Source: an optimization exercise on an open RTL-to-GDS flow (aim: small area, a short achievable clock period and few clock cycles per item). Production flows keep margins and buffers that such runs may drop. The RTL was checked by simulation tests, not by an equivalence proof against the original design.

==> flow/design.v <==
module g96_mixer (
    input  wire         clk,
    input  wire         rst,           
    input  wire         in_valid,
    output wire         in_ready,
    input  wire [63:0]  in_key,
    input  wire [31:0]  in_stream,
    input  wire [7:0]   in_purpose,
    input  wire [63:0]  in_pos,
    input  wire         in_quick,
    output wire         out_valid,
    input  wire         out_ready,
    output wire [127:0] out_block
);
    localparam [31:0] KINC0 = 32'hA5C31E6B;
    localparam [31:0] KINC1 = 32'h7F4A9D27;
    reg [31:0]  x0, x1, x2, x3;    
    reg [31:0]  k0, k1;            
    reg [127:0] ob;                
    reg         ofull;             
    reg         run;               
    reg         acc;               
    reg [3:0]   left;              
    wire last = (left == 4'd1);    
    wire load = !run || last;
    assign in_ready  = run && !acc && !ofull && !last;
    assign out_valid = ofull;
    assign out_block = ob;
    wire accept = in_valid && in_ready;
    wire finish = run && last && acc;    
    wire [31:0] a0 = x0 ^ k0;
    wire [31:0] a2 = x2 ^ k1;
    wire m0_1 = a0[29] ^ ~a0[27];
    wire m0_2 = a0[29] & ~a0[27];
    wire m0_3 = a0[30] ^ ~a0[28] ^ ~a0[26];
    wire m0_4 = (a0[30] & ~a0[28]) | (a0[30] & ~a0[26]) | (~a0[28] & ~a0[26]);
    wire m0_5 = a0[31] ^ ~a0[29] ^ ~a0[27];
    wire m0_6 = (a0[31] & ~a0[29]) | (a0[31] & ~a0[27]) | (~a0[29] & ~a0[27]);
    wire m0_7 = a0[19] ^ ~a0[17];
    wire m0_8 = a0[19] & ~a0[17];
    wire m0_9 = a0[20] ^ ~a0[18] ^ ~a0[16];
    wire m0_10 = (a0[20] & ~a0[18]) | (a0[20] & ~a0[16]) | (~a0[18] & ~a0[16]);
    wire m0_11 = a0[21] ^ ~a0[19] ^ ~a0[17];
    wire m0_12 = (a0[21] & ~a0[19]) | (a0[21] & ~a0[17]) | (~a0[19] & ~a0[17]);
    wire m0_13 = a0[15] ^ ~a0[13];
    wire m0_14 = a0[15] & ~a0[13];
    wire m0_15 = a0[22] ^ ~a0[20] ^ ~a0[18];
    wire m0_16 = (a0[22] & ~a0[20]) | (a0[22] & ~a0[18]) | (~a0[20] & ~a0[18]);
    wire m0_17 = a0[16] ^ ~a0[14] ^ ~a0[12];
    wire m0_18 = (a0[16] & ~a0[14]) | (a0[16] & ~a0[12]) | (~a0[14] & ~a0[12]);
    wire m0_19 = a0[23] ^ ~a0[21] ^ ~a0[19];
    wire m0_20 = (a0[23] & ~a0[21]) | (a0[23] & ~a0[19]) | (~a0[21] & ~a0[19]);
    wire m0_21 = a0[17] ^ ~a0[15] ^ ~a0[13];
    wire m0_22 = (a0[17] & ~a0[15]) | (a0[17] & ~a0[13]) | (~a0[15] & ~a0[13]);
    wire m0_23 = a0[24] ^ ~a0[22] ^ ~a0[20];
    wire m0_24 = (a0[24] & ~a0[22]) | (a0[24] & ~a0[20]) | (~a0[22] & ~a0[20]);
    wire m0_25 = a0[18] ^ ~a0[16] ^ ~a0[14];
    wire m0_26 = (a0[18] & ~a0[16]) | (a0[18] & ~a0[14]) | (~a0[16] & ~a0[14]);
    wire m0_27 = a0[25] ^ ~a0[23] ^ ~a0[21];
    wire m0_28 = (a0[25] & ~a0[23]) | (a0[25] & ~a0[21]) | (~a0[23] & ~a0[21]);
    wire m0_29 = a0[19] ^ ~a0[17] ^ ~a0[15];
    wire m0_30 = (a0[19] & ~a0[17]) | (a0[19] & ~a0[15]) | (~a0[17] & ~a0[15]);
    wire m0_31 = a0[26] ^ ~a0[24] ^ ~a0[22];
    wire m0_32 = (a0[26] & ~a0[24]) | (a0[26] & ~a0[22]) | (~a0[24] & ~a0[22]);
    wire m0_33 = a0[20] ^ ~a0[18] ^ ~a0[16];
    wire m0_34 = (a0[20] & ~a0[18]) | (a0[20] & ~a0[16]) | (~a0[18] & ~a0[16]);
    wire m0_35 = a0[27] ^ ~a0[25] ^ ~a0[23];
    wire m0_36 = (a0[27] & ~a0[25]) | (a0[27] & ~a0[23]) | (~a0[25] & ~a0[23]);
    wire m0_37 = a0[21] ^ ~a0[19] ^ ~a0[17];
    wire m0_38 = (a0[21] & ~a0[19]) | (a0[21] & ~a0[17]) | (~a0[19] & ~a0[17]);
    wire m0_39 = ~a0[8] ^ a0[6];
    wire m0_40 = ~a0[8] & a0[6];
    wire m0_41 = a0[28] ^ ~a0[26] ^ ~a0[24];
    wire m0_42 = (a0[28] & ~a0[26]) | (a0[28] & ~a0[24]) | (~a0[26] & ~a0[24]);
    wire m0_43 = a0[22] ^ ~a0[20] ^ ~a0[18];
    wire m0_44 = (a0[22] & ~a0[20]) | (a0[22] & ~a0[18]) | (~a0[20] & ~a0[18]);
    wire m0_45 = ~a0[9] ^ a0[7] ^ a0[1];
    wire m0_46 = (~a0[9] & a0[7]) | (~a0[9] & a0[1]) | (a0[7] & a0[1]);
    wire m0_47 = m0_1 ^ ~a0[25] ^ a0[23];
    wire m0_48 = (m0_1 & ~a0[25]) | (m0_1 & a0[23]) | (~a0[25] & a0[23]);
    wire m0_49 = ~a0[21] ^ ~a0[19] ^ ~a0[10];
    wire m0_50 = (~a0[21] & ~a0[19]) | (~a0[21] & ~a0[10]) | (~a0[19] & ~a0[10]);
    wire m0_51 = a0[8] ^ a0[2] ^ ~a0[0];
    wire m0_52 = (a0[8] & a0[2]) | (a0[8] & ~a0[0]) | (a0[2] & ~a0[0]);
    wire m0_53 = m0_3 ^ a0[24] ^ ~a0[22];
    wire m0_54 = (m0_3 & a0[24]) | (m0_3 & ~a0[22]) | (a0[24] & ~a0[22]);
    wire m0_55 = ~a0[20] ^ ~a0[11] ^ a0[9];
    wire m0_56 = (~a0[20] & ~a0[11]) | (~a0[20] & a0[9]) | (~a0[11] & a0[9]);
    wire m0_57 = a0[3] ^ ~a0[1] ^ m0_2;
    wire m0_58 = (a0[3] & ~a0[1]) | (a0[3] & m0_2) | (~a0[1] & m0_2);
    wire m0_59 = m0_5 ^ a0[25] ^ ~a0[23];
    wire m0_60 = (m0_5 & a0[25]) | (m0_5 & ~a0[23]) | (a0[25] & ~a0[23]);
    wire m0_61 = ~a0[21] ^ ~a0[12] ^ a0[10];
    wire m0_62 = (~a0[21] & ~a0[12]) | (~a0[21] & a0[10]) | (~a0[12] & a0[10]);
    wire m0_63 = a0[4] ^ ~a0[2] ^ m0_4;
    wire m0_64 = (a0[4] & ~a0[2]) | (a0[4] & m0_4) | (~a0[2] & m0_4);
    wire m0_65 = a0[8] ^ ~a0[6];
    wire m0_66 = a0[8] & ~a0[6];
    wire m0_67 = a0[9] ^ ~a0[7] ^ ~a0[5];
    wire m0_68 = (a0[9] & ~a0[7]) | (a0[9] & ~a0[5]) | (~a0[7] & ~a0[5]);
    wire m0_69 = a0[10] ^ ~a0[8] ^ ~a0[6];
    wire m0_70 = (a0[10] & ~a0[8]) | (a0[10] & ~a0[6]) | (~a0[8] & ~a0[6]);
    wire m0_71 = a0[4] ^ ~a0[2];
    wire m0_72 = a0[4] & ~a0[2];
    wire m0_73 = a0[11] ^ ~a0[9] ^ ~a0[7];
    wire m0_74 = (a0[11] & ~a0[9]) | (a0[11] & ~a0[7]) | (~a0[9] & ~a0[7]);
    wire m0_75 = a0[5] ^ ~a0[3] ^ ~a0[1];
    wire m0_76 = (a0[5] & ~a0[3]) | (a0[5] & ~a0[1]) | (~a0[3] & ~a0[1]);
    wire m0_77 = a0[12] ^ ~a0[10] ^ ~a0[8];
    wire m0_78 = (a0[12] & ~a0[10]) | (a0[12] & ~a0[8]) | (~a0[10] & ~a0[8]);
    wire m0_79 = a0[6] ^ ~a0[4] ^ ~a0[2];
    wire m0_80 = (a0[6] & ~a0[4]) | (a0[6] & ~a0[2]) | (~a0[4] & ~a0[2]);
    wire m0_81 = a0[13] ^ ~a0[11] ^ ~a0[9];
    wire m0_82 = (a0[13] & ~a0[11]) | (a0[13] & ~a0[9]) | (~a0[11] & ~a0[9]);
    wire m0_83 = a0[7] ^ ~a0[5] ^ ~a0[3];
    wire m0_84 = (a0[7] & ~a0[5]) | (a0[7] & ~a0[3]) | (~a0[5] & ~a0[3]);
    wire m0_85 = a0[14] ^ ~a0[12] ^ ~a0[10];
    wire m0_86 = (a0[14] & ~a0[12]) | (a0[14] & ~a0[10]) | (~a0[12] & ~a0[10]);
    wire m0_87 = a0[8] ^ ~a0[6] ^ ~a0[4];
    wire m0_88 = (a0[8] & ~a0[6]) | (a0[8] & ~a0[4]) | (~a0[6] & ~a0[4]);
    wire m0_89 = a0[15] ^ ~a0[13] ^ ~a0[11];
    wire m0_90 = (a0[15] & ~a0[13]) | (a0[15] & ~a0[11]) | (~a0[13] & ~a0[11]);
    wire m0_91 = a0[9] ^ ~a0[7] ^ ~a0[5];
    wire m0_92 = (a0[9] & ~a0[7]) | (a0[9] & ~a0[5]) | (~a0[7] & ~a0[5]);
    wire m0_93 = a0[16] ^ ~a0[14] ^ ~a0[12];
    wire m0_94 = (a0[16] & ~a0[14]) | (a0[16] & ~a0[12]) | (~a0[14] & ~a0[12]);
    wire m0_95 = a0[10] ^ ~a0[8] ^ ~a0[6];
    wire m0_96 = (a0[10] & ~a0[8]) | (a0[10] & ~a0[6]) | (~a0[8] & ~a0[6]);
    wire m0_97 = a0[17] ^ ~a0[15] ^ ~a0[13];
    wire m0_98 = (a0[17] & ~a0[15]) | (a0[17] & ~a0[13]) | (~a0[15] & ~a0[13]);
    wire m0_99 = a0[11] ^ ~a0[9] ^ ~a0[7];
    wire m0_100 = (a0[11] & ~a0[9]) | (a0[11] & ~a0[7]) | (~a0[9] & ~a0[7]);
    wire m0_101 = a0[18] ^ ~a0[16] ^ ~a0[14];
    wire m0_102 = (a0[18] & ~a0[16]) | (a0[18] & ~a0[14]) | (~a0[16] & ~a0[14]);
    wire m0_103 = a0[12] ^ ~a0[10] ^ ~a0[8];
    wire m0_104 = (a0[12] & ~a0[10]) | (a0[12] & ~a0[8]) | (~a0[10] & ~a0[8]);
    wire m0_105 = m0_7 ^ ~a0[15] ^ a0[13];
    wire m0_106 = (m0_7 & ~a0[15]) | (m0_7 & a0[13]) | (~a0[15] & a0[13]);
    wire m0_107 = ~a0[11] ^ ~a0[9] ^ ~a0[0];
    wire m0_108 = (~a0[11] & ~a0[9]) | (~a0[11] & ~a0[0]) | (~a0[9] & ~a0[0]);
    wire m0_109 = m0_9 ^ a0[14] ^ ~a0[12];
    wire m0_110 = (m0_9 & a0[14]) | (m0_9 & ~a0[12]) | (a0[14] & ~a0[12]);
    wire m0_111 = ~a0[10] ^ ~a0[1] ^ m0_8;
    wire m0_112 = (~a0[10] & ~a0[1]) | (~a0[10] & m0_8) | (~a0[1] & m0_8);
    wire m0_113 = m0_11 ^ m0_13 ^ ~a0[11];
    wire m0_114 = (m0_11 & m0_13) | (m0_11 & ~a0[11]) | (m0_13 & ~a0[11]);
    wire m0_115 = ~a0[2] ^ a0[0] ^ m0_10;
    wire m0_116 = (~a0[2] & a0[0]) | (~a0[2] & m0_10) | (a0[0] & m0_10);
    wire m0_117 = m0_15 ^ m0_17 ^ ~a0[3];
    wire m0_118 = (m0_15 & m0_17) | (m0_15 & ~a0[3]) | (m0_17 & ~a0[3]);
    wire m0_119 = a0[1] ^ m0_12 ^ m0_14;
    wire m0_120 = (a0[1] & m0_12) | (a0[1] & m0_14) | (m0_12 & m0_14);
    wire m0_121 = m0_19 ^ m0_21 ^ ~a0[4];
    wire m0_122 = (m0_19 & m0_21) | (m0_19 & ~a0[4]) | (m0_21 & ~a0[4]);
    wire m0_123 = a0[2] ^ m0_16 ^ m0_18;
    wire m0_124 = (a0[2] & m0_16) | (a0[2] & m0_18) | (m0_16 & m0_18);
    wire m0_125 = m0_23 ^ m0_25 ^ ~a0[5];
    wire m0_126 = (m0_23 & m0_25) | (m0_23 & ~a0[5]) | (m0_25 & ~a0[5]);
    wire m0_127 = a0[3] ^ m0_20 ^ m0_22;
    wire m0_128 = (a0[3] & m0_20) | (a0[3] & m0_22) | (m0_20 & m0_22);
    wire m0_129 = m0_27 ^ m0_29 ^ ~a0[6];
    wire m0_130 = (m0_27 & m0_29) | (m0_27 & ~a0[6]) | (m0_29 & ~a0[6]);
    wire m0_131 = a0[4] ^ m0_24 ^ m0_26;
    wire m0_132 = (a0[4] & m0_24) | (a0[4] & m0_26) | (m0_24 & m0_26);
    wire m0_133 = m0_31 ^ m0_33 ^ ~a0[7];
    wire m0_134 = (m0_31 & m0_33) | (m0_31 & ~a0[7]) | (m0_33 & ~a0[7]);
    wire m0_135 = a0[5] ^ m0_28 ^ m0_30;
    wire m0_136 = (a0[5] & m0_28) | (a0[5] & m0_30) | (m0_28 & m0_30);
    wire m0_137 = m0_35 ^ m0_37 ^ m0_39;
    wire m0_138 = (m0_35 & m0_37) | (m0_35 & m0_39) | (m0_37 & m0_39);
    wire m0_139 = a0[0] ^ m0_32 ^ m0_34;
    wire m0_140 = (a0[0] & m0_32) | (a0[0] & m0_34) | (m0_32 & m0_34);
    wire m0_141 = m0_41 ^ m0_43 ^ m0_45;
    wire m0_142 = (m0_41 & m0_43) | (m0_41 & m0_45) | (m0_43 & m0_45);
    wire m0_143 = m0_36 ^ m0_38 ^ m0_40;
    wire m0_144 = (m0_36 & m0_38) | (m0_36 & m0_40) | (m0_38 & m0_40);
    wire m0_145 = m0_47 ^ m0_49 ^ m0_51;
    wire m0_146 = (m0_47 & m0_49) | (m0_47 & m0_51) | (m0_49 & m0_51);
    wire m0_147 = m0_42 ^ m0_44 ^ m0_46;
    wire m0_148 = (m0_42 & m0_44) | (m0_42 & m0_46) | (m0_44 & m0_46);
    wire m0_149 = m0_53 ^ m0_55 ^ m0_57;
    wire m0_150 = (m0_53 & m0_55) | (m0_53 & m0_57) | (m0_55 & m0_57);
    wire m0_151 = m0_48 ^ m0_50 ^ m0_52;
    wire m0_152 = (m0_48 & m0_50) | (m0_48 & m0_52) | (m0_50 & m0_52);
    wire m0_153 = m0_59 ^ m0_61 ^ m0_63;
    wire m0_154 = (m0_59 & m0_61) | (m0_59 & m0_63) | (m0_61 & m0_63);
    wire m0_155 = m0_54 ^ m0_56 ^ m0_58;
    wire m0_156 = (m0_54 & m0_56) | (m0_54 & m0_58) | (m0_56 & m0_58);
    wire m0_157 = a0[6] ^ ~a0[4];
    wire m0_158 = a0[6] & ~a0[4];
    wire m0_159 = a0[7] ^ ~a0[5] ^ ~a0[3];
    wire m0_160 = (a0[7] & ~a0[5]) | (a0[7] & ~a0[3]) | (~a0[5] & ~a0[3]);
    wire m0_161 = m0_65 ^ ~a0[4] ^ a0[2];
    wire m0_162 = (m0_65 & ~a0[4]) | (m0_65 & a0[2]) | (~a0[4] & a0[2]);
    wire m0_163 = m0_67 ^ a0[3] ^ ~a0[1];
    wire m0_164 = (m0_67 & a0[3]) | (m0_67 & ~a0[1]) | (a0[3] & ~a0[1]);
    wire m0_165 = m0_69 ^ m0_71 ^ ~a0[0];
    wire m0_166 = (m0_69 & m0_71) | (m0_69 & ~a0[0]) | (m0_71 & ~a0[0]);
    wire m0_167 = m0_73 ^ m0_75 ^ m0_70;
    wire m0_168 = (m0_73 & m0_75) | (m0_73 & m0_70) | (m0_75 & m0_70);
    wire m0_169 = m0_77 ^ m0_79 ^ m0_74;
    wire m0_170 = (m0_77 & m0_79) | (m0_77 & m0_74) | (m0_79 & m0_74);
    wire m0_171 = m0_81 ^ m0_83 ^ m0_78;
    wire m0_172 = (m0_81 & m0_83) | (m0_81 & m0_78) | (m0_83 & m0_78);
    wire m0_173 = m0_85 ^ m0_87 ^ m0_82;
    wire m0_174 = (m0_85 & m0_87) | (m0_85 & m0_82) | (m0_87 & m0_82);
    wire m0_175 = m0_89 ^ m0_91 ^ m0_86;
    wire m0_176 = (m0_89 & m0_91) | (m0_89 & m0_86) | (m0_91 & m0_86);
    wire m0_177 = m0_93 ^ m0_95 ^ m0_90;
    wire m0_178 = (m0_93 & m0_95) | (m0_93 & m0_90) | (m0_95 & m0_90);
    wire m0_179 = m0_97 ^ m0_99 ^ m0_94;
    wire m0_180 = (m0_97 & m0_99) | (m0_97 & m0_94) | (m0_99 & m0_94);
    wire m0_181 = m0_101 ^ m0_103 ^ m0_98;
    wire m0_182 = (m0_101 & m0_103) | (m0_101 & m0_98) | (m0_103 & m0_98);
    wire m0_183 = m0_105 ^ m0_107 ^ m0_102;
    wire m0_184 = (m0_105 & m0_107) | (m0_105 & m0_102) | (m0_107 & m0_102);
    wire m0_185 = m0_109 ^ m0_111 ^ m0_106;
    wire m0_186 = (m0_109 & m0_111) | (m0_109 & m0_106) | (m0_111 & m0_106);
    wire m0_187 = m0_113 ^ m0_115 ^ m0_110;
    wire m0_188 = (m0_113 & m0_115) | (m0_113 & m0_110) | (m0_115 & m0_110);
    wire m0_189 = m0_117 ^ m0_119 ^ m0_114;
    wire m0_190 = (m0_117 & m0_119) | (m0_117 & m0_114) | (m0_119 & m0_114);
    wire m0_191 = m0_121 ^ m0_123 ^ m0_118;
    wire m0_192 = (m0_121 & m0_123) | (m0_121 & m0_118) | (m0_123 & m0_118);
    wire m0_193 = m0_125 ^ m0_127 ^ m0_122;
    wire m0_194 = (m0_125 & m0_127) | (m0_125 & m0_122) | (m0_127 & m0_122);
    wire m0_195 = m0_129 ^ m0_131 ^ m0_126;
    wire m0_196 = (m0_129 & m0_131) | (m0_129 & m0_126) | (m0_131 & m0_126);
    wire m0_197 = m0_133 ^ m0_135 ^ m0_130;
    wire m0_198 = (m0_133 & m0_135) | (m0_133 & m0_130) | (m0_135 & m0_130);
    wire m0_199 = m0_137 ^ m0_139 ^ m0_134;
    wire m0_200 = (m0_137 & m0_139) | (m0_137 & m0_134) | (m0_139 & m0_134);
    wire m0_201 = m0_141 ^ m0_143 ^ m0_138;
    wire m0_202 = (m0_141 & m0_143) | (m0_141 & m0_138) | (m0_143 & m0_138);
    wire m0_203 = m0_145 ^ m0_147 ^ m0_142;
    wire m0_204 = (m0_145 & m0_147) | (m0_145 & m0_142) | (m0_147 & m0_142);
    wire m0_205 = m0_149 ^ m0_151 ^ m0_146;
    wire m0_206 = (m0_149 & m0_151) | (m0_149 & m0_146) | (m0_151 & m0_146);
    wire m0_207 = m0_153 ^ m0_155 ^ m0_150;
    wire m0_208 = (m0_153 & m0_155) | (m0_153 & m0_150) | (m0_155 & m0_150);
    wire m0_209 = a0[4] ^ ~a0[2];
    wire m0_210 = a0[4] & ~a0[2];
    wire m0_211 = a0[5] ^ ~a0[3] ^ ~a0[1];
    wire m0_212 = (a0[5] & ~a0[3]) | (a0[5] & ~a0[1]) | (~a0[3] & ~a0[1]);
    wire m0_213 = m0_157 ^ ~a0[2] ^ a0[0];
    wire m0_214 = (m0_157 & ~a0[2]) | (m0_157 & a0[0]) | (~a0[2] & a0[0]);
    wire m0_215 = m0_159 ^ a0[1] ^ m0_158;
    wire m0_216 = (m0_159 & a0[1]) | (m0_159 & m0_158) | (a0[1] & m0_158);
    wire m0_217 = m0_161 ^ ~a0[0] ^ m0_160;
    wire m0_218 = (m0_161 & ~a0[0]) | (m0_161 & m0_160) | (~a0[0] & m0_160);
    wire m0_219 = m0_163 ^ m0_66 ^ m0_162;
    wire m0_220 = (m0_163 & m0_66) | (m0_163 & m0_162) | (m0_66 & m0_162);
    wire m0_221 = m0_165 ^ m0_68 ^ m0_164;
    wire m0_222 = (m0_165 & m0_68) | (m0_165 & m0_164) | (m0_68 & m0_164);
    wire m0_223 = m0_167 ^ m0_72 ^ m0_166;
    wire m0_224 = (m0_167 & m0_72) | (m0_167 & m0_166) | (m0_72 & m0_166);
    wire m0_225 = m0_169 ^ m0_76 ^ m0_168;
    wire m0_226 = (m0_169 & m0_76) | (m0_169 & m0_168) | (m0_76 & m0_168);
    wire m0_227 = m0_171 ^ m0_80 ^ m0_170;
    wire m0_228 = (m0_171 & m0_80) | (m0_171 & m0_170) | (m0_80 & m0_170);
    wire m0_229 = m0_173 ^ m0_84 ^ m0_172;
    wire m0_230 = (m0_173 & m0_84) | (m0_173 & m0_172) | (m0_84 & m0_172);
    wire m0_231 = m0_175 ^ m0_88 ^ m0_174;
    wire m0_232 = (m0_175 & m0_88) | (m0_175 & m0_174) | (m0_88 & m0_174);
    wire m0_233 = m0_177 ^ m0_92 ^ m0_176;
    wire m0_234 = (m0_177 & m0_92) | (m0_177 & m0_176) | (m0_92 & m0_176);
    wire m0_235 = m0_179 ^ m0_96 ^ m0_178;
    wire m0_236 = (m0_179 & m0_96) | (m0_179 & m0_178) | (m0_96 & m0_178);
    wire m0_237 = m0_181 ^ m0_100 ^ m0_180;
    wire m0_238 = (m0_181 & m0_100) | (m0_181 & m0_180) | (m0_100 & m0_180);
    wire m0_239 = m0_183 ^ m0_104 ^ m0_182;
    wire m0_240 = (m0_183 & m0_104) | (m0_183 & m0_182) | (m0_104 & m0_182);
    wire m0_241 = m0_185 ^ m0_108 ^ m0_184;
    wire m0_242 = (m0_185 & m0_108) | (m0_185 & m0_184) | (m0_108 & m0_184);
    wire m0_243 = m0_187 ^ m0_112 ^ m0_186;
    wire m0_244 = (m0_187 & m0_112) | (m0_187 & m0_186) | (m0_112 & m0_186);
    wire m0_245 = m0_189 ^ m0_116 ^ m0_188;
    wire m0_246 = (m0_189 & m0_116) | (m0_189 & m0_188) | (m0_116 & m0_188);
    wire m0_247 = m0_191 ^ m0_120 ^ m0_190;
    wire m0_248 = (m0_191 & m0_120) | (m0_191 & m0_190) | (m0_120 & m0_190);
    wire m0_249 = m0_193 ^ m0_124 ^ m0_192;
    wire m0_250 = (m0_193 & m0_124) | (m0_193 & m0_192) | (m0_124 & m0_192);
    wire m0_251 = m0_195 ^ m0_128 ^ m0_194;
    wire m0_252 = (m0_195 & m0_128) | (m0_195 & m0_194) | (m0_128 & m0_194);
    wire m0_253 = m0_197 ^ m0_132 ^ m0_196;
    wire m0_254 = (m0_197 & m0_132) | (m0_197 & m0_196) | (m0_132 & m0_196);
    wire m0_255 = m0_199 ^ m0_136 ^ m0_198;
    wire m0_256 = (m0_199 & m0_136) | (m0_199 & m0_198) | (m0_136 & m0_198);
    wire m0_257 = m0_201 ^ m0_140 ^ m0_200;
    wire m0_258 = (m0_201 & m0_140) | (m0_201 & m0_200) | (m0_140 & m0_200);
    wire m0_259 = m0_203 ^ m0_144 ^ m0_202;
    wire m0_260 = (m0_203 & m0_144) | (m0_203 & m0_202) | (m0_144 & m0_202);
    wire m0_261 = m0_205 ^ m0_148 ^ m0_204;
    wire m0_262 = (m0_205 & m0_148) | (m0_205 & m0_204) | (m0_148 & m0_204);
    wire m0_263 = m0_207 ^ m0_152 ^ m0_206;
    wire m0_264 = (m0_207 & m0_152) | (m0_207 & m0_206) | (m0_152 & m0_206);
    wire [31:0] m0_s = {m0_263, m0_261, m0_259, m0_257, m0_255, m0_253, m0_251, m0_249, m0_247, m0_245, m0_243, m0_241, m0_239, m0_237, m0_235, m0_233, m0_231, m0_229, m0_227, m0_225, m0_223, m0_221, m0_219, m0_217, m0_215, m0_213, m0_211, m0_209, a0[3], a0[2], a0[1], a0[0]};
    wire [31:0] m0_c = {m0_262, m0_260, m0_258, m0_256, m0_254, m0_252, m0_250, m0_248, m0_246, m0_244, m0_242, m0_240, m0_238, m0_236, m0_234, m0_232, m0_230, m0_228, m0_226, m0_224, m0_222, m0_220, m0_218, m0_216, m0_214, m0_212, m0_210, ~a0[0], ~a0[1], ~a0[0], 1'b0, 1'b0};
    wire [31:0] t0 = m0_s + m0_c + 32'h20080514;
    wire m2_1 = a2[26] ^ ~a2[22];
    wire m2_2 = a2[26] & ~a2[22];
    wire m2_3 = a2[27] ^ ~a2[23] ^ a2[20];
    wire m2_4 = (a2[27] & ~a2[23]) | (a2[27] & a2[20]) | (~a2[23] & a2[20]);
    wire m2_5 = a2[28] ^ ~a2[24] ^ a2[21];
    wire m2_6 = (a2[28] & ~a2[24]) | (a2[28] & a2[21]) | (~a2[24] & a2[21]);
    wire m2_7 = a2[29] ^ ~a2[25] ^ a2[22];
    wire m2_8 = (a2[29] & ~a2[25]) | (a2[29] & a2[22]) | (~a2[25] & a2[22]);
    wire m2_9 = ~a2[20] ^ a2[15];
    wire m2_10 = ~a2[20] & a2[15];
    wire m2_11 = a2[30] ^ ~a2[26] ^ a2[23];
    wire m2_12 = (a2[30] & ~a2[26]) | (a2[30] & a2[23]) | (~a2[26] & a2[23]);
    wire m2_13 = ~a2[21] ^ a2[16] ^ a2[13];
    wire m2_14 = (~a2[21] & a2[16]) | (~a2[21] & a2[13]) | (a2[16] & a2[13]);
    wire m2_15 = a2[31] ^ ~a2[27] ^ a2[24];
    wire m2_16 = (a2[31] & ~a2[27]) | (a2[31] & a2[24]) | (~a2[27] & a2[24]);
    wire m2_17 = ~a2[22] ^ a2[17] ^ a2[14];
    wire m2_18 = (~a2[22] & a2[17]) | (~a2[22] & a2[14]) | (a2[17] & a2[14]);
    wire m2_19 = ~a2[12] ^ ~a2[10];
    wire m2_20 = ~a2[12] & ~a2[10];
    wire m2_21 = a2[19] ^ ~a2[15];
    wire m2_22 = a2[19] & ~a2[15];
    wire m2_23 = a2[20] ^ ~a2[16] ^ a2[13];
    wire m2_24 = (a2[20] & ~a2[16]) | (a2[20] & a2[13]) | (~a2[16] & a2[13]);
    wire m2_25 = a2[21] ^ ~a2[17] ^ a2[14];
    wire m2_26 = (a2[21] & ~a2[17]) | (a2[21] & a2[14]) | (~a2[17] & a2[14]);
    wire m2_27 = ~a2[12] ^ a2[7];
    wire m2_28 = ~a2[12] & a2[7];
    wire m2_29 = a2[22] ^ ~a2[18] ^ a2[15];
    wire m2_30 = (a2[22] & ~a2[18]) | (a2[22] & a2[15]) | (~a2[18] & a2[15]);
    wire m2_31 = ~a2[13] ^ a2[8] ^ a2[5];
    wire m2_32 = (~a2[13] & a2[8]) | (~a2[13] & a2[5]) | (a2[8] & a2[5]);
    wire m2_33 = a2[23] ^ ~a2[19] ^ a2[16];
    wire m2_34 = (a2[23] & ~a2[19]) | (a2[23] & a2[16]) | (~a2[19] & a2[16]);
    wire m2_35 = ~a2[14] ^ a2[9] ^ a2[6];
    wire m2_36 = (~a2[14] & a2[9]) | (~a2[14] & a2[6]) | (a2[9] & a2[6]);
    wire m2_37 = ~a2[4] ^ ~a2[2];
    wire m2_38 = ~a2[4] & ~a2[2];
    wire m2_39 = a2[24] ^ ~a2[20] ^ a2[17];
    wire m2_40 = (a2[24] & ~a2[20]) | (a2[24] & a2[17]) | (~a2[20] & a2[17]);
    wire m2_41 = ~a2[15] ^ a2[10] ^ a2[7];
    wire m2_42 = (~a2[15] & a2[10]) | (~a2[15] & a2[7]) | (a2[10] & a2[7]);
    wire m2_43 = ~a2[5] ^ ~a2[3] ^ a2[1];
    wire m2_44 = (~a2[5] & ~a2[3]) | (~a2[5] & a2[1]) | (~a2[3] & a2[1]);
    wire m2_45 = a2[25] ^ ~a2[21] ^ a2[18];
    wire m2_46 = (a2[25] & ~a2[21]) | (a2[25] & a2[18]) | (~a2[21] & a2[18]);
    wire m2_47 = ~a2[16] ^ a2[11] ^ a2[8];
    wire m2_48 = (~a2[16] & a2[11]) | (~a2[16] & a2[8]) | (a2[11] & a2[8]);
    wire m2_49 = ~a2[6] ^ ~a2[4] ^ a2[2];
    wire m2_50 = (~a2[6] & ~a2[4]) | (~a2[6] & a2[2]) | (~a2[4] & a2[2]);
    wire m2_51 = m2_1 ^ a2[19] ^ ~a2[17];
    wire m2_52 = (m2_1 & a2[19]) | (m2_1 & ~a2[17]) | (a2[19] & ~a2[17]);
    wire m2_53 = a2[12] ^ a2[9] ^ ~a2[7];
    wire m2_54 = (a2[12] & a2[9]) | (a2[12] & ~a2[7]) | (a2[9] & ~a2[7]);
    wire m2_55 = ~a2[5] ^ a2[3] ^ ~a2[0];
    wire m2_56 = (~a2[5] & a2[3]) | (~a2[5] & ~a2[0]) | (a2[3] & ~a2[0]);
    wire m2_57 = m2_3 ^ ~a2[18] ^ a2[13];
    wire m2_58 = (m2_3 & ~a2[18]) | (m2_3 & a2[13]) | (~a2[18] & a2[13]);
    wire m2_59 = a2[10] ^ ~a2[8] ^ ~a2[6];
    wire m2_60 = (a2[10] & ~a2[8]) | (a2[10] & ~a2[6]) | (~a2[8] & ~a2[6]);
    wire m2_61 = a2[4] ^ ~a2[1] ^ m2_2;
    wire m2_62 = (a2[4] & ~a2[1]) | (a2[4] & m2_2) | (~a2[1] & m2_2);
    wire m2_63 = m2_5 ^ ~a2[19] ^ a2[14];
    wire m2_64 = (m2_5 & ~a2[19]) | (m2_5 & a2[14]) | (~a2[19] & a2[14]);
    wire m2_65 = a2[11] ^ ~a2[9] ^ ~a2[7];
    wire m2_66 = (a2[11] & ~a2[9]) | (a2[11] & ~a2[7]) | (~a2[9] & ~a2[7]);
    wire m2_67 = a2[5] ^ ~a2[2] ^ m2_4;
    wire m2_68 = (a2[5] & ~a2[2]) | (a2[5] & m2_4) | (~a2[2] & m2_4);
    wire m2_69 = m2_7 ^ m2_9 ^ a2[12];
    wire m2_70 = (m2_7 & m2_9) | (m2_7 & a2[12]) | (m2_9 & a2[12]);
    wire m2_71 = ~a2[10] ^ ~a2[8] ^ a2[6];
    wire m2_72 = (~a2[10] & ~a2[8]) | (~a2[10] & a2[6]) | (~a2[8] & a2[6]);
    wire m2_73 = ~a2[3] ^ a2[0] ^ m2_6;
    wire m2_74 = (~a2[3] & a2[0]) | (~a2[3] & m2_6) | (a2[0] & m2_6);
    wire m2_75 = m2_11 ^ m2_13 ^ ~a2[11];
    wire m2_76 = (m2_11 & m2_13) | (m2_11 & ~a2[11]) | (m2_13 & ~a2[11]);
    wire m2_77 = ~a2[9] ^ a2[7] ^ ~a2[4];
    wire m2_78 = (~a2[9] & a2[7]) | (~a2[9] & ~a2[4]) | (a2[7] & ~a2[4]);
    wire m2_79 = a2[1] ^ m2_8 ^ m2_10;
    wire m2_80 = (a2[1] & m2_8) | (a2[1] & m2_10) | (m2_8 & m2_10);
    wire m2_81 = m2_15 ^ m2_17 ^ m2_19;
    wire m2_82 = (m2_15 & m2_17) | (m2_15 & m2_19) | (m2_17 & m2_19);
    wire m2_83 = a2[8] ^ ~a2[5] ^ a2[2];
    wire m2_84 = (a2[8] & ~a2[5]) | (a2[8] & a2[2]) | (~a2[5] & a2[2]);
    wire m2_85 = a2[0] ^ m2_12 ^ m2_14;
    wire m2_86 = (a2[0] & m2_12) | (a2[0] & m2_14) | (m2_12 & m2_14);
    wire m2_87 = a2[14] ^ ~a2[10];
    wire m2_88 = a2[14] & ~a2[10];
    wire m2_89 = a2[15] ^ ~a2[11] ^ a2[8];
    wire m2_90 = (a2[15] & ~a2[11]) | (a2[15] & a2[8]) | (~a2[11] & a2[8]);
    wire m2_91 = a2[16] ^ ~a2[12] ^ a2[9];
    wire m2_92 = (a2[16] & ~a2[12]) | (a2[16] & a2[9]) | (~a2[12] & a2[9]);
    wire m2_93 = a2[17] ^ ~a2[13] ^ a2[10];
    wire m2_94 = (a2[17] & ~a2[13]) | (a2[17] & a2[10]) | (~a2[13] & a2[10]);
    wire m2_95 = ~a2[8] ^ a2[3];
    wire m2_96 = ~a2[8] & a2[3];
    wire m2_97 = a2[18] ^ ~a2[14] ^ a2[11];
    wire m2_98 = (a2[18] & ~a2[14]) | (a2[18] & a2[11]) | (~a2[14] & a2[11]);
    wire m2_99 = ~a2[9] ^ a2[4] ^ a2[1];
    wire m2_100 = (~a2[9] & a2[4]) | (~a2[9] & a2[1]) | (a2[4] & a2[1]);
    wire m2_101 = m2_21 ^ a2[12] ^ ~a2[10];
    wire m2_102 = (m2_21 & a2[12]) | (m2_21 & ~a2[10]) | (a2[12] & ~a2[10]);
    wire m2_103 = a2[5] ^ a2[2] ^ ~a2[0];
    wire m2_104 = (a2[5] & a2[2]) | (a2[5] & ~a2[0]) | (a2[2] & ~a2[0]);
    wire m2_105 = m2_23 ^ ~a2[11] ^ a2[6];
    wire m2_106 = (m2_23 & ~a2[11]) | (m2_23 & a2[6]) | (~a2[11] & a2[6]);
    wire m2_107 = a2[3] ^ ~a2[1] ^ m2_22;
    wire m2_108 = (a2[3] & ~a2[1]) | (a2[3] & m2_22) | (~a2[1] & m2_22);
    wire m2_109 = m2_25 ^ m2_27 ^ a2[4];
    wire m2_110 = (m2_25 & m2_27) | (m2_25 & a2[4]) | (m2_27 & a2[4]);
    wire m2_111 = ~a2[2] ^ ~a2[0] ^ m2_24;
    wire m2_112 = (~a2[2] & ~a2[0]) | (~a2[2] & m2_24) | (~a2[0] & m2_24);
    wire m2_113 = m2_29 ^ m2_31 ^ ~a2[3];
    wire m2_114 = (m2_29 & m2_31) | (m2_29 & ~a2[3]) | (m2_31 & ~a2[3]);
    wire m2_115 = ~a2[1] ^ m2_26 ^ m2_28;
    wire m2_116 = (~a2[1] & m2_26) | (~a2[1] & m2_28) | (m2_26 & m2_28);
    wire m2_117 = m2_33 ^ m2_35 ^ m2_37;
    wire m2_118 = (m2_33 & m2_35) | (m2_33 & m2_37) | (m2_35 & m2_37);
    wire m2_119 = a2[0] ^ m2_30 ^ m2_32;
    wire m2_120 = (a2[0] & m2_30) | (a2[0] & m2_32) | (m2_30 & m2_32);
    wire m2_121 = m2_39 ^ m2_41 ^ m2_43;
    wire m2_122 = (m2_39 & m2_41) | (m2_39 & m2_43) | (m2_41 & m2_43);
    wire m2_123 = m2_34 ^ m2_36 ^ m2_38;
    wire m2_124 = (m2_34 & m2_36) | (m2_34 & m2_38) | (m2_36 & m2_38);
    wire m2_125 = m2_45 ^ m2_47 ^ m2_49;
    wire m2_126 = (m2_45 & m2_47) | (m2_45 & m2_49) | (m2_47 & m2_49);
    wire m2_127 = m2_40 ^ m2_42 ^ m2_44;
    wire m2_128 = (m2_40 & m2_42) | (m2_40 & m2_44) | (m2_42 & m2_44);
    wire m2_129 = m2_51 ^ m2_53 ^ m2_55;
    wire m2_130 = (m2_51 & m2_53) | (m2_51 & m2_55) | (m2_53 & m2_55);
    wire m2_131 = m2_46 ^ m2_48 ^ m2_50;
    wire m2_132 = (m2_46 & m2_48) | (m2_46 & m2_50) | (m2_48 & m2_50);
    wire m2_133 = m2_57 ^ m2_59 ^ m2_61;
    wire m2_134 = (m2_57 & m2_59) | (m2_57 & m2_61) | (m2_59 & m2_61);
    wire m2_135 = m2_52 ^ m2_54 ^ m2_56;
    wire m2_136 = (m2_52 & m2_54) | (m2_52 & m2_56) | (m2_54 & m2_56);
    wire m2_137 = m2_63 ^ m2_65 ^ m2_67;
    wire m2_138 = (m2_63 & m2_65) | (m2_63 & m2_67) | (m2_65 & m2_67);
    wire m2_139 = m2_58 ^ m2_60 ^ m2_62;
    wire m2_140 = (m2_58 & m2_60) | (m2_58 & m2_62) | (m2_60 & m2_62);
    wire m2_141 = m2_69 ^ m2_71 ^ m2_73;
    wire m2_142 = (m2_69 & m2_71) | (m2_69 & m2_73) | (m2_71 & m2_73);
    wire m2_143 = m2_64 ^ m2_66 ^ m2_68;
    wire m2_144 = (m2_64 & m2_66) | (m2_64 & m2_68) | (m2_66 & m2_68);
    wire m2_145 = m2_75 ^ m2_77 ^ m2_79;
    wire m2_146 = (m2_75 & m2_77) | (m2_75 & m2_79) | (m2_77 & m2_79);
    wire m2_147 = m2_70 ^ m2_72 ^ m2_74;
    wire m2_148 = (m2_70 & m2_72) | (m2_70 & m2_74) | (m2_72 & m2_74);
    wire m2_149 = m2_81 ^ m2_83 ^ m2_85;
    wire m2_150 = (m2_81 & m2_83) | (m2_81 & m2_85) | (m2_83 & m2_85);
    wire m2_151 = m2_76 ^ m2_78 ^ m2_80;
    wire m2_152 = (m2_76 & m2_78) | (m2_76 & m2_80) | (m2_78 & m2_80);
    wire m2_153 = a2[9] ^ ~a2[5];
    wire m2_154 = a2[9] & ~a2[5];
    wire m2_155 = a2[10] ^ ~a2[6] ^ a2[3];
    wire m2_156 = (a2[10] & ~a2[6]) | (a2[10] & a2[3]) | (~a2[6] & a2[3]);
    wire m2_157 = a2[11] ^ ~a2[7] ^ a2[4];
    wire m2_158 = (a2[11] & ~a2[7]) | (a2[11] & a2[4]) | (~a2[7] & a2[4]);
    wire m2_159 = a2[12] ^ ~a2[8] ^ a2[5];
    wire m2_160 = (a2[12] & ~a2[8]) | (a2[12] & a2[5]) | (~a2[8] & a2[5]);
    wire m2_161 = a2[13] ^ ~a2[9] ^ a2[6];
    wire m2_162 = (a2[13] & ~a2[9]) | (a2[13] & a2[6]) | (~a2[9] & a2[6]);
    wire m2_163 = m2_87 ^ a2[7] ^ ~a2[5];
    wire m2_164 = (m2_87 & a2[7]) | (m2_87 & ~a2[5]) | (a2[7] & ~a2[5]);
    wire m2_165 = m2_89 ^ ~a2[6] ^ a2[1];
    wire m2_166 = (m2_89 & ~a2[6]) | (m2_89 & a2[1]) | (~a2[6] & a2[1]);
    wire m2_167 = m2_91 ^ ~a2[7] ^ a2[2];
    wire m2_168 = (m2_91 & ~a2[7]) | (m2_91 & a2[2]) | (~a2[7] & a2[2]);
    wire m2_169 = m2_93 ^ m2_95 ^ a2[0];
    wire m2_170 = (m2_93 & m2_95) | (m2_93 & a2[0]) | (m2_95 & a2[0]);
    wire m2_171 = m2_97 ^ m2_99 ^ m2_94;
    wire m2_172 = (m2_97 & m2_99) | (m2_97 & m2_94) | (m2_99 & m2_94);
    wire m2_173 = m2_101 ^ m2_103 ^ m2_98;
    wire m2_174 = (m2_101 & m2_103) | (m2_101 & m2_98) | (m2_103 & m2_98);
    wire m2_175 = m2_105 ^ m2_107 ^ m2_102;
    wire m2_176 = (m2_105 & m2_107) | (m2_105 & m2_102) | (m2_107 & m2_102);
    wire m2_177 = m2_109 ^ m2_111 ^ m2_106;
    wire m2_178 = (m2_109 & m2_111) | (m2_109 & m2_106) | (m2_111 & m2_106);
    wire m2_179 = m2_113 ^ m2_115 ^ m2_110;
    wire m2_180 = (m2_113 & m2_115) | (m2_113 & m2_110) | (m2_115 & m2_110);
    wire m2_181 = m2_117 ^ m2_119 ^ m2_114;
    wire m2_182 = (m2_117 & m2_119) | (m2_117 & m2_114) | (m2_119 & m2_114);
    wire m2_183 = m2_121 ^ m2_123 ^ m2_118;
    wire m2_184 = (m2_121 & m2_123) | (m2_121 & m2_118) | (m2_123 & m2_118);
    wire m2_185 = m2_125 ^ m2_127 ^ m2_122;
    wire m2_186 = (m2_125 & m2_127) | (m2_125 & m2_122) | (m2_127 & m2_122);
    wire m2_187 = m2_129 ^ m2_131 ^ m2_126;
    wire m2_188 = (m2_129 & m2_131) | (m2_129 & m2_126) | (m2_131 & m2_126);
    wire m2_189 = m2_133 ^ m2_135 ^ m2_130;
    wire m2_190 = (m2_133 & m2_135) | (m2_133 & m2_130) | (m2_135 & m2_130);
    wire m2_191 = m2_137 ^ m2_139 ^ m2_134;
    wire m2_192 = (m2_137 & m2_139) | (m2_137 & m2_134) | (m2_139 & m2_134);
    wire m2_193 = m2_141 ^ m2_143 ^ m2_138;
    wire m2_194 = (m2_141 & m2_143) | (m2_141 & m2_138) | (m2_143 & m2_138);
    wire m2_195 = m2_145 ^ m2_147 ^ m2_142;
    wire m2_196 = (m2_145 & m2_147) | (m2_145 & m2_142) | (m2_147 & m2_142);
    wire m2_197 = m2_149 ^ m2_151 ^ m2_146;
    wire m2_198 = (m2_149 & m2_151) | (m2_149 & m2_146) | (m2_151 & m2_146);
    wire m2_199 = a2[7] ^ ~a2[3];
    wire m2_200 = a2[7] & ~a2[3];
    wire m2_201 = a2[8] ^ ~a2[4] ^ a2[1];
    wire m2_202 = (a2[8] & ~a2[4]) | (a2[8] & a2[1]) | (~a2[4] & a2[1]);
    wire m2_203 = m2_153 ^ a2[2] ^ ~a2[0];
    wire m2_204 = (m2_153 & a2[2]) | (m2_153 & ~a2[0]) | (a2[2] & ~a2[0]);
    wire m2_205 = m2_155 ^ ~a2[1] ^ m2_154;
    wire m2_206 = (m2_155 & ~a2[1]) | (m2_155 & m2_154) | (~a2[1] & m2_154);
    wire m2_207 = m2_157 ^ ~a2[2] ^ m2_156;
    wire m2_208 = (m2_157 & ~a2[2]) | (m2_157 & m2_156) | (~a2[2] & m2_156);
    wire m2_209 = m2_159 ^ ~a2[3] ^ m2_158;
    wire m2_210 = (m2_159 & ~a2[3]) | (m2_159 & m2_158) | (~a2[3] & m2_158);
    wire m2_211 = m2_161 ^ ~a2[4] ^ m2_160;
    wire m2_212 = (m2_161 & ~a2[4]) | (m2_161 & m2_160) | (~a2[4] & m2_160);
    wire m2_213 = m2_163 ^ a2[0] ^ m2_162;
    wire m2_214 = (m2_163 & a2[0]) | (m2_163 & m2_162) | (a2[0] & m2_162);
    wire m2_215 = m2_165 ^ m2_88 ^ m2_164;
    wire m2_216 = (m2_165 & m2_88) | (m2_165 & m2_164) | (m2_88 & m2_164);
    wire m2_217 = m2_167 ^ m2_90 ^ m2_166;
    wire m2_218 = (m2_167 & m2_90) | (m2_167 & m2_166) | (m2_90 & m2_166);
    wire m2_219 = m2_169 ^ m2_92 ^ m2_168;
    wire m2_220 = (m2_169 & m2_92) | (m2_169 & m2_168) | (m2_92 & m2_168);
    wire m2_221 = m2_171 ^ m2_96 ^ m2_170;
    wire m2_222 = (m2_171 & m2_96) | (m2_171 & m2_170) | (m2_96 & m2_170);
    wire m2_223 = m2_173 ^ m2_100 ^ m2_172;
    wire m2_224 = (m2_173 & m2_100) | (m2_173 & m2_172) | (m2_100 & m2_172);
    wire m2_225 = m2_175 ^ m2_104 ^ m2_174;
    wire m2_226 = (m2_175 & m2_104) | (m2_175 & m2_174) | (m2_104 & m2_174);
    wire m2_227 = m2_177 ^ m2_108 ^ m2_176;
    wire m2_228 = (m2_177 & m2_108) | (m2_177 & m2_176) | (m2_108 & m2_176);
    wire m2_229 = m2_179 ^ m2_112 ^ m2_178;
    wire m2_230 = (m2_179 & m2_112) | (m2_179 & m2_178) | (m2_112 & m2_178);
    wire m2_231 = m2_181 ^ m2_116 ^ m2_180;
    wire m2_232 = (m2_181 & m2_116) | (m2_181 & m2_180) | (m2_116 & m2_180);
    wire m2_233 = m2_183 ^ m2_120 ^ m2_182;
    wire m2_234 = (m2_183 & m2_120) | (m2_183 & m2_182) | (m2_120 & m2_182);
    wire m2_235 = m2_185 ^ m2_124 ^ m2_184;
    wire m2_236 = (m2_185 & m2_124) | (m2_185 & m2_184) | (m2_124 & m2_184);
    wire m2_237 = m2_187 ^ m2_128 ^ m2_186;
    wire m2_238 = (m2_187 & m2_128) | (m2_187 & m2_186) | (m2_128 & m2_186);
    wire m2_239 = m2_189 ^ m2_132 ^ m2_188;
    wire m2_240 = (m2_189 & m2_132) | (m2_189 & m2_188) | (m2_132 & m2_188);
    wire m2_241 = m2_191 ^ m2_136 ^ m2_190;
    wire m2_242 = (m2_191 & m2_136) | (m2_191 & m2_190) | (m2_136 & m2_190);
    wire m2_243 = m2_193 ^ m2_140 ^ m2_192;
    wire m2_244 = (m2_193 & m2_140) | (m2_193 & m2_192) | (m2_140 & m2_192);
    wire m2_245 = m2_195 ^ m2_144 ^ m2_194;
    wire m2_246 = (m2_195 & m2_144) | (m2_195 & m2_194) | (m2_144 & m2_194);
    wire m2_247 = m2_197 ^ m2_148 ^ m2_196;
    wire m2_248 = (m2_197 & m2_148) | (m2_197 & m2_196) | (m2_148 & m2_196);
    wire [31:0] m2_s = {m2_247, m2_245, m2_243, m2_241, m2_239, m2_237, m2_235, m2_233, m2_231, m2_229, m2_227, m2_225, m2_223, m2_221, m2_219, m2_217, m2_215, m2_213, m2_211, m2_209, m2_207, m2_205, m2_203, m2_201, m2_199, a2[6], a2[5], a2[4], a2[3], a2[2], a2[1], a2[0]};
    wire [31:0] m2_c = {m2_246, m2_244, m2_242, m2_240, m2_238, m2_236, m2_234, m2_232, m2_230, m2_228, m2_226, m2_224, m2_222, m2_220, m2_218, m2_216, m2_214, m2_212, m2_210, m2_208, m2_206, m2_204, m2_202, m2_200, a2[0], ~a2[2], ~a2[1], ~a2[0], 1'b0, 1'b0, 1'b0, 1'b0};
    wire [31:0] t2 = m2_s + m2_c + 32'h04280210;
    wire [31:0] u1 = x1 + ({t0[18:0], t0[31:19]} ^ t2);
    wire [31:0] u3 = x3 ^ ({t2[12:0], t2[31:13]} + t0);
    always @(posedge clk) begin
        if (rst) begin
            run   <= 1'b0;
            acc   <= 1'b0;
            ofull <= 1'b0;
            left  <= 4'd0;
        end else begin
            if (finish)
                ofull <= 1'b1;
            else if (out_ready)
                ofull <= 1'b0;
            if (load) begin
                run  <= in_valid;
                acc  <= 1'b0;
                left <= in_quick ? 4'd6 : 4'd10;
            end else begin
                if (accept)
                    acc <= 1'b1;
                left <= left - 4'd1;
            end
        end
    end
    always @(posedge clk) begin
        if (finish)
            ob <= {t0, u3, t2, u1};
    end
    always @(posedge clk) begin
        if (load) begin
            x0 <= in_pos[31:0];
            x1 <= in_pos[63:32];
            x2 <= in_stream;
            x3 <= {in_purpose, 24'd0};
            k0 <= in_key[31:0];
            k1 <= in_key[63:32];
        end else begin
            x0 <= u1;
            x1 <= t2;
            x2 <= u3;
            x3 <= t0;
            k0 <= k0 + KINC0;
            k1 <= k1 + KINC1;
        end
    end
endmodule
==> flow/run.sh <==
#!/bin/bash
# synth_recipe.tcl (not shown) runs the flow's synth.tcl, then flattens the netlist and writes it again
# the make line also repeats each setting of config.mk as NAME=value (left out here)
make -C /OpenROAD-flow-scripts/flow DESIGN_CONFIG=/design/flow/config.mk WORK_HOME=/design/flow/orfs CLKGATE_MAP_FILE= SYNTH_SCRIPT=/design/flow/synth_recipe.tcl finish
==> flow/config.mk <==
export PLATFORM = sky130hd
export DESIGN_NAME = g96_mixer
export DESIGN_NICKNAME = g96_mixer
export VERILOG_FILES = /design/flow/design.v
export SDC_FILE = /design/flow/constraint.sdc
export NUM_CORES = 4
export LEC_CHECK = 0
export CAP_MARGIN = 20
export CORE_MARGIN = 2
export CORE_UTILIZATION = 50
export CTS_BUF_LIST = sky130_fd_sc_hd__clkbuf_4 sky130_fd_sc_hd__clkbuf_8
export SLEW_MARGIN = 20
==> flow/constraint.sdc <==
create_clock -name core_clock -period 20.0 [get_ports {clk}]
set_input_delay 4.0000 -clock core_clock [delete_from_list [all_inputs] [get_ports {clk}]]
set_output_delay 4.0000 -clock core_clock [all_outputs]
set_load 0.01 [all_outputs]
==> summary.txt, run 1 <==
Yosys
  • Syn Area/Cell: ~9.7 um2
  • Net Count, Synth: 3,069
  • Post-synth ARST share: 0%
  • Most common cell in the netlist: nand2_1
  • Post-synth EDFFs: 128
  • Largest cells by area after synthesis: dfxtp_1 (16%), edfxtp_1 (16%), fa_1 (14%), ha_1 (11%), xnor2_1 (8.2%)
  • Area leader, netlist: dfxtp_1
  • Yosys reg bits: 327
  • Seq/Total Area, Yosys: approximately 32%
  • Mapped Cells: 2,512
  • Unique masters post-synth: ~70
  • Post-synth top area share: between 15 and 20%
  • Netlist Area Pre-Place: between 20,000 and 25,000 um2
  • Synth top cells by count: nand2_1 (346), inv_1 (307), xnor2_1 (226)
  • Top_reg_cell synth: dfxtp_1
  • Yosys warnings: 1

Floorplan
  • Die area: slightly above 50,000 um2
  • Die X: 224 um
  • Placement Rows: 80
  • Ports: 303
  • Core area: 47,800 um2
  • Initial Util: 50.8%
  • Die Span Y: ~220 um

Routing
  • Iter 0 DRT Violations: 1,325
  • WL final: 79,600 um
  • Antenna Nets Post-Route: 0
  • Drt pass-1 iters: 6
  • Post-DR wirelength/cell: 22.7 um
  • Vias: 19.0k
  • DRC: 0
  • Via density: around 5.4

Worst setup path
  • CP Data Arrival Time: approximately 10 ns
  • FF-to-FF setup slack: 10.35 ns
  • Crit Path Class: reg2reg
  • Worst r2r dst: x0[30]$_DFF_P_
  • Reg2Reg Depth: 29
  • Capturing element type of the critical path: flop
  • Crit path launch type: flop
  • CP most frequent cell: ha_1
  • Critical Path Slowest Stage Cell: a2111oi_0
  • Slowest stage delay, CP: 0.84 ns
  • Critical R2R Launch: k0[3]$_DFF_P_
  • CP required: 20.55 ns
  • Crit path max fanout: 6

Clock tree
  • CTS buffer count: 55
  • Clock Sinks: about 330
  • Clk Latency, worst-skew pair: just under 0.7 ns
  • CTS root buffer: clkbuf_8
  • Clock transition at path regs: 0.06 ns
  • Hold buffer count at cts: 0
  • Setup Buffers After CTS: 0
  • Post-CTS Resized: 0
  • H-tree depth: 2
  • Clock Tree Buf Depth: 3
  • TritonCTS clock tree: built

Worst hold path
  • Hold crit path type: reg2reg
  • WHS Endpoint: left[0]$_SDFF_PP0_
  • WHS Path Cells: 1
  • Worst Hold Launch: left[0]$_SDFF_PP0_

Placed design
  • Final GP Congestion: 0.944
  • DPL Wire Length: between 60,000 and 70,000 um
  • Port buffer count: 302
  • Post-DP Area: between 20,000 and 30,000 um2
  • Placement Setup Slack: 10.44 ns

Timing
  • Worst-margin pin slew: 1.20 ns
  • Worst relative slew slack: 19.3%
  • RSZ-0062 raised after global routing: no
  • Final period util: between 40% and 50%
  • Final setup violating endpoints: 0
  • Minimum clock period after layout: 9.65 ns
  • TNS Setup: 0 ns
  • Fin. max-slew vios: 0
  • Maximum clock frequency: just over 0.1 GHz
  • Final hold vios: 0
  • Final worst setup slack: 10.35 ns
  • Clock Skew: 0.0388 ns

Final layout
  • P&R area growth vs syn: 20.5%
  • Fillers: 4,126
  • Final Cell Area: 29,300 um2
  • Fraction of layout cells with a size suffix above 1: ~6%
  • Final #Nets: 3,398

Global routing
  • GRT Overall Usage: 31.5%
  • Initial antenna violation count: 2
  • Vias in the first global route: 19.4k
  • GRT overflow: 0
  • First-pass GRT wire length: 117,000 um
  • Largest net degree at the start of global routing: 90

Run status
  • Status: finished clean

Flow run
  • Max-cap violation count: 0
## registers in the layout (all words and copies together), names as in the netlist, 4 cells and up
register	cells
k0	32
x3	32
ob	128
left	4
x0	32
x2	32
x1	32
k1	32
## through the flow
stage | cells | utilization (%) | hold WS, ns
6_report | 3504 | 61.2 | 0.529
5_1_grt | 3503 | 61.2 | 0.550
4_1_cts | 3503 | 61.2 | 0.536
3_5_place_dp | 3399 | 58.6 | 0.506
3_3_place_gp | 3399 | 58.6 | 0.473
2_1_floorplan | 2512 | - | 0.450
## worst max-delay path, delay by kind of cell (launching register included)
family | cells | cell delay, ns
muxes | 1 | 0.27
adders and majority gates | 7 | 3.05
DFF | 1 | 0.37
AOI/OAI and AO/OA | 13 | 3.73
xor gates and xnor gates | 3 | 1.11
and+or+nand+nor | 3 | 0.62
buffers and inverters | 2 | 0.38
## how the worst max path moves through the flow
stage,start,end,slack [ns],cells past startpoint
4_1_cts,k0[9]$_DFF_P_,x0[30]$_DFF_P_,10.46,28
6_report,k0[3]$_DFF_P_,x0[30]$_DFF_P_,10.35,29
5_1_grt,k0[9]$_DFF_P_,x0[30]$_DFF_P_,9.81,28
3_5_place_dp,k0[9]$_DFF_P_,x0[30]$_DFF_P_,10.44,28
2_1_floorplan,k0[13]$_DFF_P_,x0[30]$_DFF_P_,12.27,29
3_3_place_gp,k0[9]$_DFF_P_,x0[30]$_DFF_P_,10.52,28
## area by class of cell
type | count | area [um2] | share of cell area [%]
multi-input combinational | 1825 | 15100 | 51.7
sequential | 327 | 7830 | 26.7
timing repair buffer | 323 | 3180 | 10.9
inverter | 309 | 1160 | 3.96
clock buffer | 82 | 1030 | 3.51
tap | 615 | 769 | 2.63
clock inverter | 22 | 181 | 0.620
antenna | 1 | 2.50 | 0.00855
## per-layer routing
layer / up-vias / GRT usage, % / routed length [um]
met4: 0 / 12.1 / 3070
met2: 612 / 53.2 / 38200
met3: 142 / 4.76 / 4850
met5: - / 0 / 0
met1: 9233 / 40.9 / 33500
li1: 8974 / - / -
## cells by family (layout without fill, tap and decap cells)
group                      after synthesis  after routing  synth area share (%)
muxes                                   27             27                  1.26
buffers and inverters                  360            736                  5.62
other                                    0              1                     0
adders and majority gates              397            397                  25.5
and+or+nand+nor                        607            607                  10.8
AOI/OAI and AO/OA                      438            438                  11.2
DFF                                    327            327                  32.2
xor gates and xnor gates               356            356                  13.3
## cell usage in the layout, fill, tap and decap left out, types with 5 or more instances in the layout
cell type,instances
xor2_1,118
nor3b_1,5
fa_1,168
nor2_1,101
and3_1,13
edfxtp_1,128
inv_1,307
clkbuf_8,66
clkdlybuf4s50_1,302
ha_1,216
dfxtp_1,199
nor4_1,9
o211ai_1,5
and2_1,24
o21ai_0,119
o21bai_1,30
clkinv_2,8
or3_1,7
nand3_1,29
o31ai_1,15
clkinv_1,7
a21oi_1,125
o21a_1,22
nor2b_1,11
a31oi_1,17
nor3_1,20
maj3_1,13
a211oi_1,15
mux2_2,25
buf_4,21
xnor2_1,226
nand4_1,14
a21o_1,47
clkbuf_4,16
nand2b_1,16
or2_2,5
nand2_1,346
Testbench counts, summed over its fixed seeds: cycles 72,392, items 8,000.
==> run 2: changes to the inputs <==
==> flow/flow/run.sh (new file) <==
#!/bin/bash
# The standard layout, with the port buffers made of the smallest buffer
# (buf_1) instead of the one buffer_ports picks by default.
set -euo pipefail
export BUFFER_PORTS_ARGS="-buffer_cell sky130_fd_sc_hd__buf_1"
bash standard.sh > standard_make.log 2>&1
==> flow/standard.sh (new file) <==
#!/bin/bash
# synth_recipe.tcl (not shown) runs the flow's synth.tcl, then flattens the netlist and writes it again
# the make line also repeats each setting of config.mk as NAME=value (left out here)
make -C /OpenROAD-flow-scripts/flow DESIGN_CONFIG=/design/flow/config.mk WORK_HOME=/design/flow/orfs CLKGATE_MAP_FILE= SYNTH_SCRIPT=/design/flow/synth_recipe.tcl "${@:-finish}"
removed: flow/run.sh
==> run 2 against run 1 <==
Compared with the run above: routed wire length shrank 2.7%; synthesized cell count is the same; synthesized area is the same; die area is the same.
==> summary.txt, run 2 <==
Run status
  • Status: finished clean

Yosys
  • Syn Area/Cell: 9.67 um2 (unchanged)
  • Seq/Total Area, Yosys: 32.2% (unchanged)
  • Most common cell in the netlist: nand2_1
  • Net Count, Synth: 3,069 (unchanged)
  • Post-synth ARST share: 0% (unchanged)
  • Area leader, netlist: dfxtp_1
  • Post-synth EDFFs: 128 (unchanged)
  • Yosys warnings: 1 (unchanged)
  • Largest cells by area after synthesis: dfxtp_1 (16%), edfxtp_1 (16%), fa_1 (14%), ha_1 (11%), xnor2_1 (8.2%)
  • Mapped Cells: 2,512 (unchanged)
  • Yosys reg bits: 327 (unchanged)
  • Unique masters post-synth: 72 (unchanged)
  • Post-synth top area share: 16.4% (unchanged)
  • Synth top cells by count: nand2_1 (346), inv_1 (307), xnor2_1 (226)
  • Netlist Area Pre-Place: 24,300 um2 (unchanged)
  • Top_reg_cell synth: dfxtp_1

Final layout
  • Fillers: 4,366 (+5.8%)
  • Core Util, Final: 57.3% (-3.9 points)
  • Register with the most flip-flops: ob
  • Final Cell Area: 27,400 um2 (-6.3%)
  • Multi-input logic area: 15,100 um2 (about the same)
  • Commonest non-fill, non-tap cell in the layout: nand2_1
  • Final #Nets: 3,405 (+0.21%)
  • Register Area: 7830 um2 (unchanged)
  • P&R area growth vs syn: 12.9%
  • Fraction of layout cells with a size suffix above 1: 6.29% (+0.23 points)
  • Max FFs per register: 128 (unchanged)
  • Most frequent cells in the layout: nand2_1 (346), inv_1 (307), buf_1 (302), xnor2_1 (226), ha_1 (216)

Placed design
  • Placement Setup Slack: 10.60 ns (+0.161 ns)
  • DPL Wire Length: 63,400 um (-3.0%)
  • Port buffer count: 302 (unchanged)
  • Post-DP Area: 26,200 um2 (-6.6%)
  • Final GP Congestion: 0.969 (+2.7%)

Routing
  • DRC: 0 (unchanged)
  • WL final: 77,500 um (-2.7%)
  • Antenna Nets Post-Route: 0 (unchanged)
  • Vias: 18.8k (-1.1%)
  • Via density: 5.35 (-1.2%)
  • Drt pass-1 iters: 7 (+1)
  • Iter 0 DRT Violations: 1,237 (-6.6%)
  • Post-DR wirelength/cell: 22.1 um (-2.8%)

Floorplan
  • Die area: 50,400 um2 (unchanged)
  • Core area: 47,800 um2 (unchanged)
  • Die Span Y: 224 um (unchanged)
  • Die X: 224 um (unchanged)
  • Ports: 303 (unchanged)
  • Placement Rows: 80 (unchanged)
  • Initial Util: 50.8% (unchanged)

Worst setup path
  • CP Data Arrival Time: 10.02 ns (-0.19 ns)
  • Crit Path Class: reg2reg
  • CP most frequent cell: ha_1
  • Crit path max fanout: 6 (unchanged)
  • Crit path launch type: flop
  • Worst r2r dst: x0[30]$_DFF_P_
  • Capturing element type of the critical path: flop
  • Critical Path Slowest Stage Cell: xor2_1
  • CP required: 20.57 ns (+0.02 ns)
  • FF-to-FF setup slack: 10.55 ns (+0.20 ns)
  • Critical R2R Launch: k0[9]$_DFF_P_
  • Reg2Reg Depth: 28 (-3.4%)
  • Slowest stage delay, CP: 0.61 ns (-0.23 ns)

Clock tree
  • TritonCTS clock tree: built
  • Clock Sinks: 327 (unchanged)
  • Hold buffer count at cts: 0 (unchanged)
  • Clock Tree Buf Depth: 3 (unchanged)
  • Setup Buffers After CTS: 0 (unchanged)
  • H-tree depth: 2 (unchanged)
  • Clock transition at path regs: 0.06 ns (about the same)
  • Post-CTS Resized: 0 (unchanged)
  • CTS buffer count: 57 (+3.6%)
  • CTS root buffer: clkbuf_8
  • Clk Latency, worst-skew pair: 0.70 ns (+0.02 ns)

Timing
  • Maximum clock frequency: 0.106 GHz (+2.1%)
  • Fin. max-slew vios: 0 (unchanged)
  • RSZ-0062 raised after global routing: no
  • Final period util: 47.3% (-1.0 points)
  • Final setup violating endpoints: 0 (unchanged)
  • Worst relative slew slack: 23.5% (+4.1 points)
  • Worst-margin pin slew: 1.14 ns (-0.0618 ns)
  • Minimum clock period after layout: 9.45 ns (-0.203 ns)
  • Final hold vios: 0 (unchanged)
  • Clock Skew: 0.0602 ns (+0.0215 ns)
  • TNS Setup: 0 ns (unchanged)
  • Final worst setup slack: 10.55 ns (+0.203 ns)

Worst hold path
  • Worst Hold Launch: left[0]$_SDFF_PP0_
  • WHS Endpoint: left[0]$_SDFF_PP0_
  • Hold crit path type: reg2reg
  • WHS Path Cells: 1 (unchanged)

Global routing
  • First-pass GRT wire length: 114,000 um (-2.5%)
  • GRT overflow: 0 (unchanged)
  • GRT Overall Usage: 30.7% (-0.83 points)
  • Vias in the first global route: 19.0k (-1.8%)
  • Initial antenna violation count: 2 (unchanged)
  • Largest net degree at the start of global routing: 88 (-2.2%)

Flow run
  • Max-cap violation count: 0 (unchanged)
==> run 2: changes by cell type in the layout (fill, tap and decap cells not counted), moves of 2 or more <==
cell and delta:
clkdlybuf4s50_1 -302, buf_4 +5, clkbuf_4 +3, clkinv_1 -3, clkinv_2 +4, clkinvlp_4 -2, buf_1 +302, clkbuf_8 -2
==> run 2: cell families (layout without fill, tap and decap cells) <==
| group | count (synthesis) | count (layout) | share of synthesized area, % |
|---|---|---|---|
| and+or+nand+nor | 607 | 607 | 10.8 |
| DFF | 327 | 327 | 32.2 |
| xor gates and xnor gates | 356 | 356 | 13.3 |
| AOI/OAI and AO/OA | 438 | 438 | 11.2 |
| adders and majority gates | 397 | 397 | 25.5 |
| other | 0 | 1 | 0 |
| buffers and inverters | 360 | 741 | 5.62 |
| muxes | 27 | 27 | 1.26 |
==> run 2: worst max-delay path by stage <==
stage | from | end | slack [ns]
after floorplan | k0[13]$_DFF_P_ | x0[30]$_DFF_P_ | 12.27
after global placement | k0[9]$_DFF_P_ | x0[30]$_DFF_P_ | 10.66
after detailed placement | k0[9]$_DFF_P_ | x0[30]$_DFF_P_ | 10.60
after CTS | k0[9]$_DFF_P_ | x0[30]$_DFF_P_ | 10.60
after global routing | k0[13]$_DFF_P_ | x0[30]$_DFF_P_ | 9.93
final | k0[9]$_DFF_P_ | x0[30]$_DFF_P_ | 10.55
==> run 2: through the flow <==
step / hold WS [ns] / cells
after floorplan: 0.450 / 2512
after global placement: 0.476 / 3404
after detailed placement: 0.490 / 3404
after CTS: 0.502 / 3508
after global routing: 0.528 / 3509
final: 0.500 / 3509
==> run 2: area by class of cell <==
type / instances / share of cell area [%]
Sequential cell: 327 / 28.5
Timing Repair Buffer: 328 / 4.85
Clock inverter: 21 / 0.716
Multi-Input combinational cell: 1825 / 55.1
Antenna cell: 1 / 0.00913
Clock buffer: 83 / 3.73
Tap cell: 615 / 2.81
Inverter: 309 / 4.23
==> run 2: worst max-delay path, delay by kind of cell, from the launching register on <==
kind / cells / cell delay, ns
and+or+nand+nor: 4 / 0.68
muxes: 1 / 0.27
xor gates and xnor gates: 3 / 1.14
AOI/OAI and AO/OA: 11 / 3.46
DFF: 1 / 0.44
adders and majority gates: 7 / 3.01
buffers and inverters: 2 / 0.37
==> run 2: metal layers <==
| layer | global-route usage [%] | vias to the layer above | wire (um) |
|---|---|---|---|
| li1 | - | 8996 | - |
| met1 | 40.2 | 9068 | 33600 |
| met2 | 50.3 | 549 | 36500 |
| met3 | 5.08 | 141 | 4120 |
| met4 | 13.2 | 2 | 3270 |
| met5 | 0 | - | 10 |

[re-timing with driven ports]
Ports are ideal in the flow. The routed layouts listed here were re-timed in OpenROAD.
Step 1, drivers: a clkbuf_16 drives clk and a buf_2 each remaining input, both assumed.
Step 2 also shifts input and output timing later by t, the mid clock arrival at the registers, as if the neighbouring blocks saw the same clock.
a / b / c = ideal / step 1 / step 2; a / b = the first two.
run	shift t [ns]	slack for setup (ns)	slew at the worst register clock pin (ns)	worst data-port slew with drivers (ns)
run 1	0.710	10.346 / 10.346 / 10.346	0.07 / 0.07	0.08
run 2	0.720	10.549 / 10.549 / 10.549	0.07 / 0.07	0.06
After both steps setup and hold are still met in every run listed.
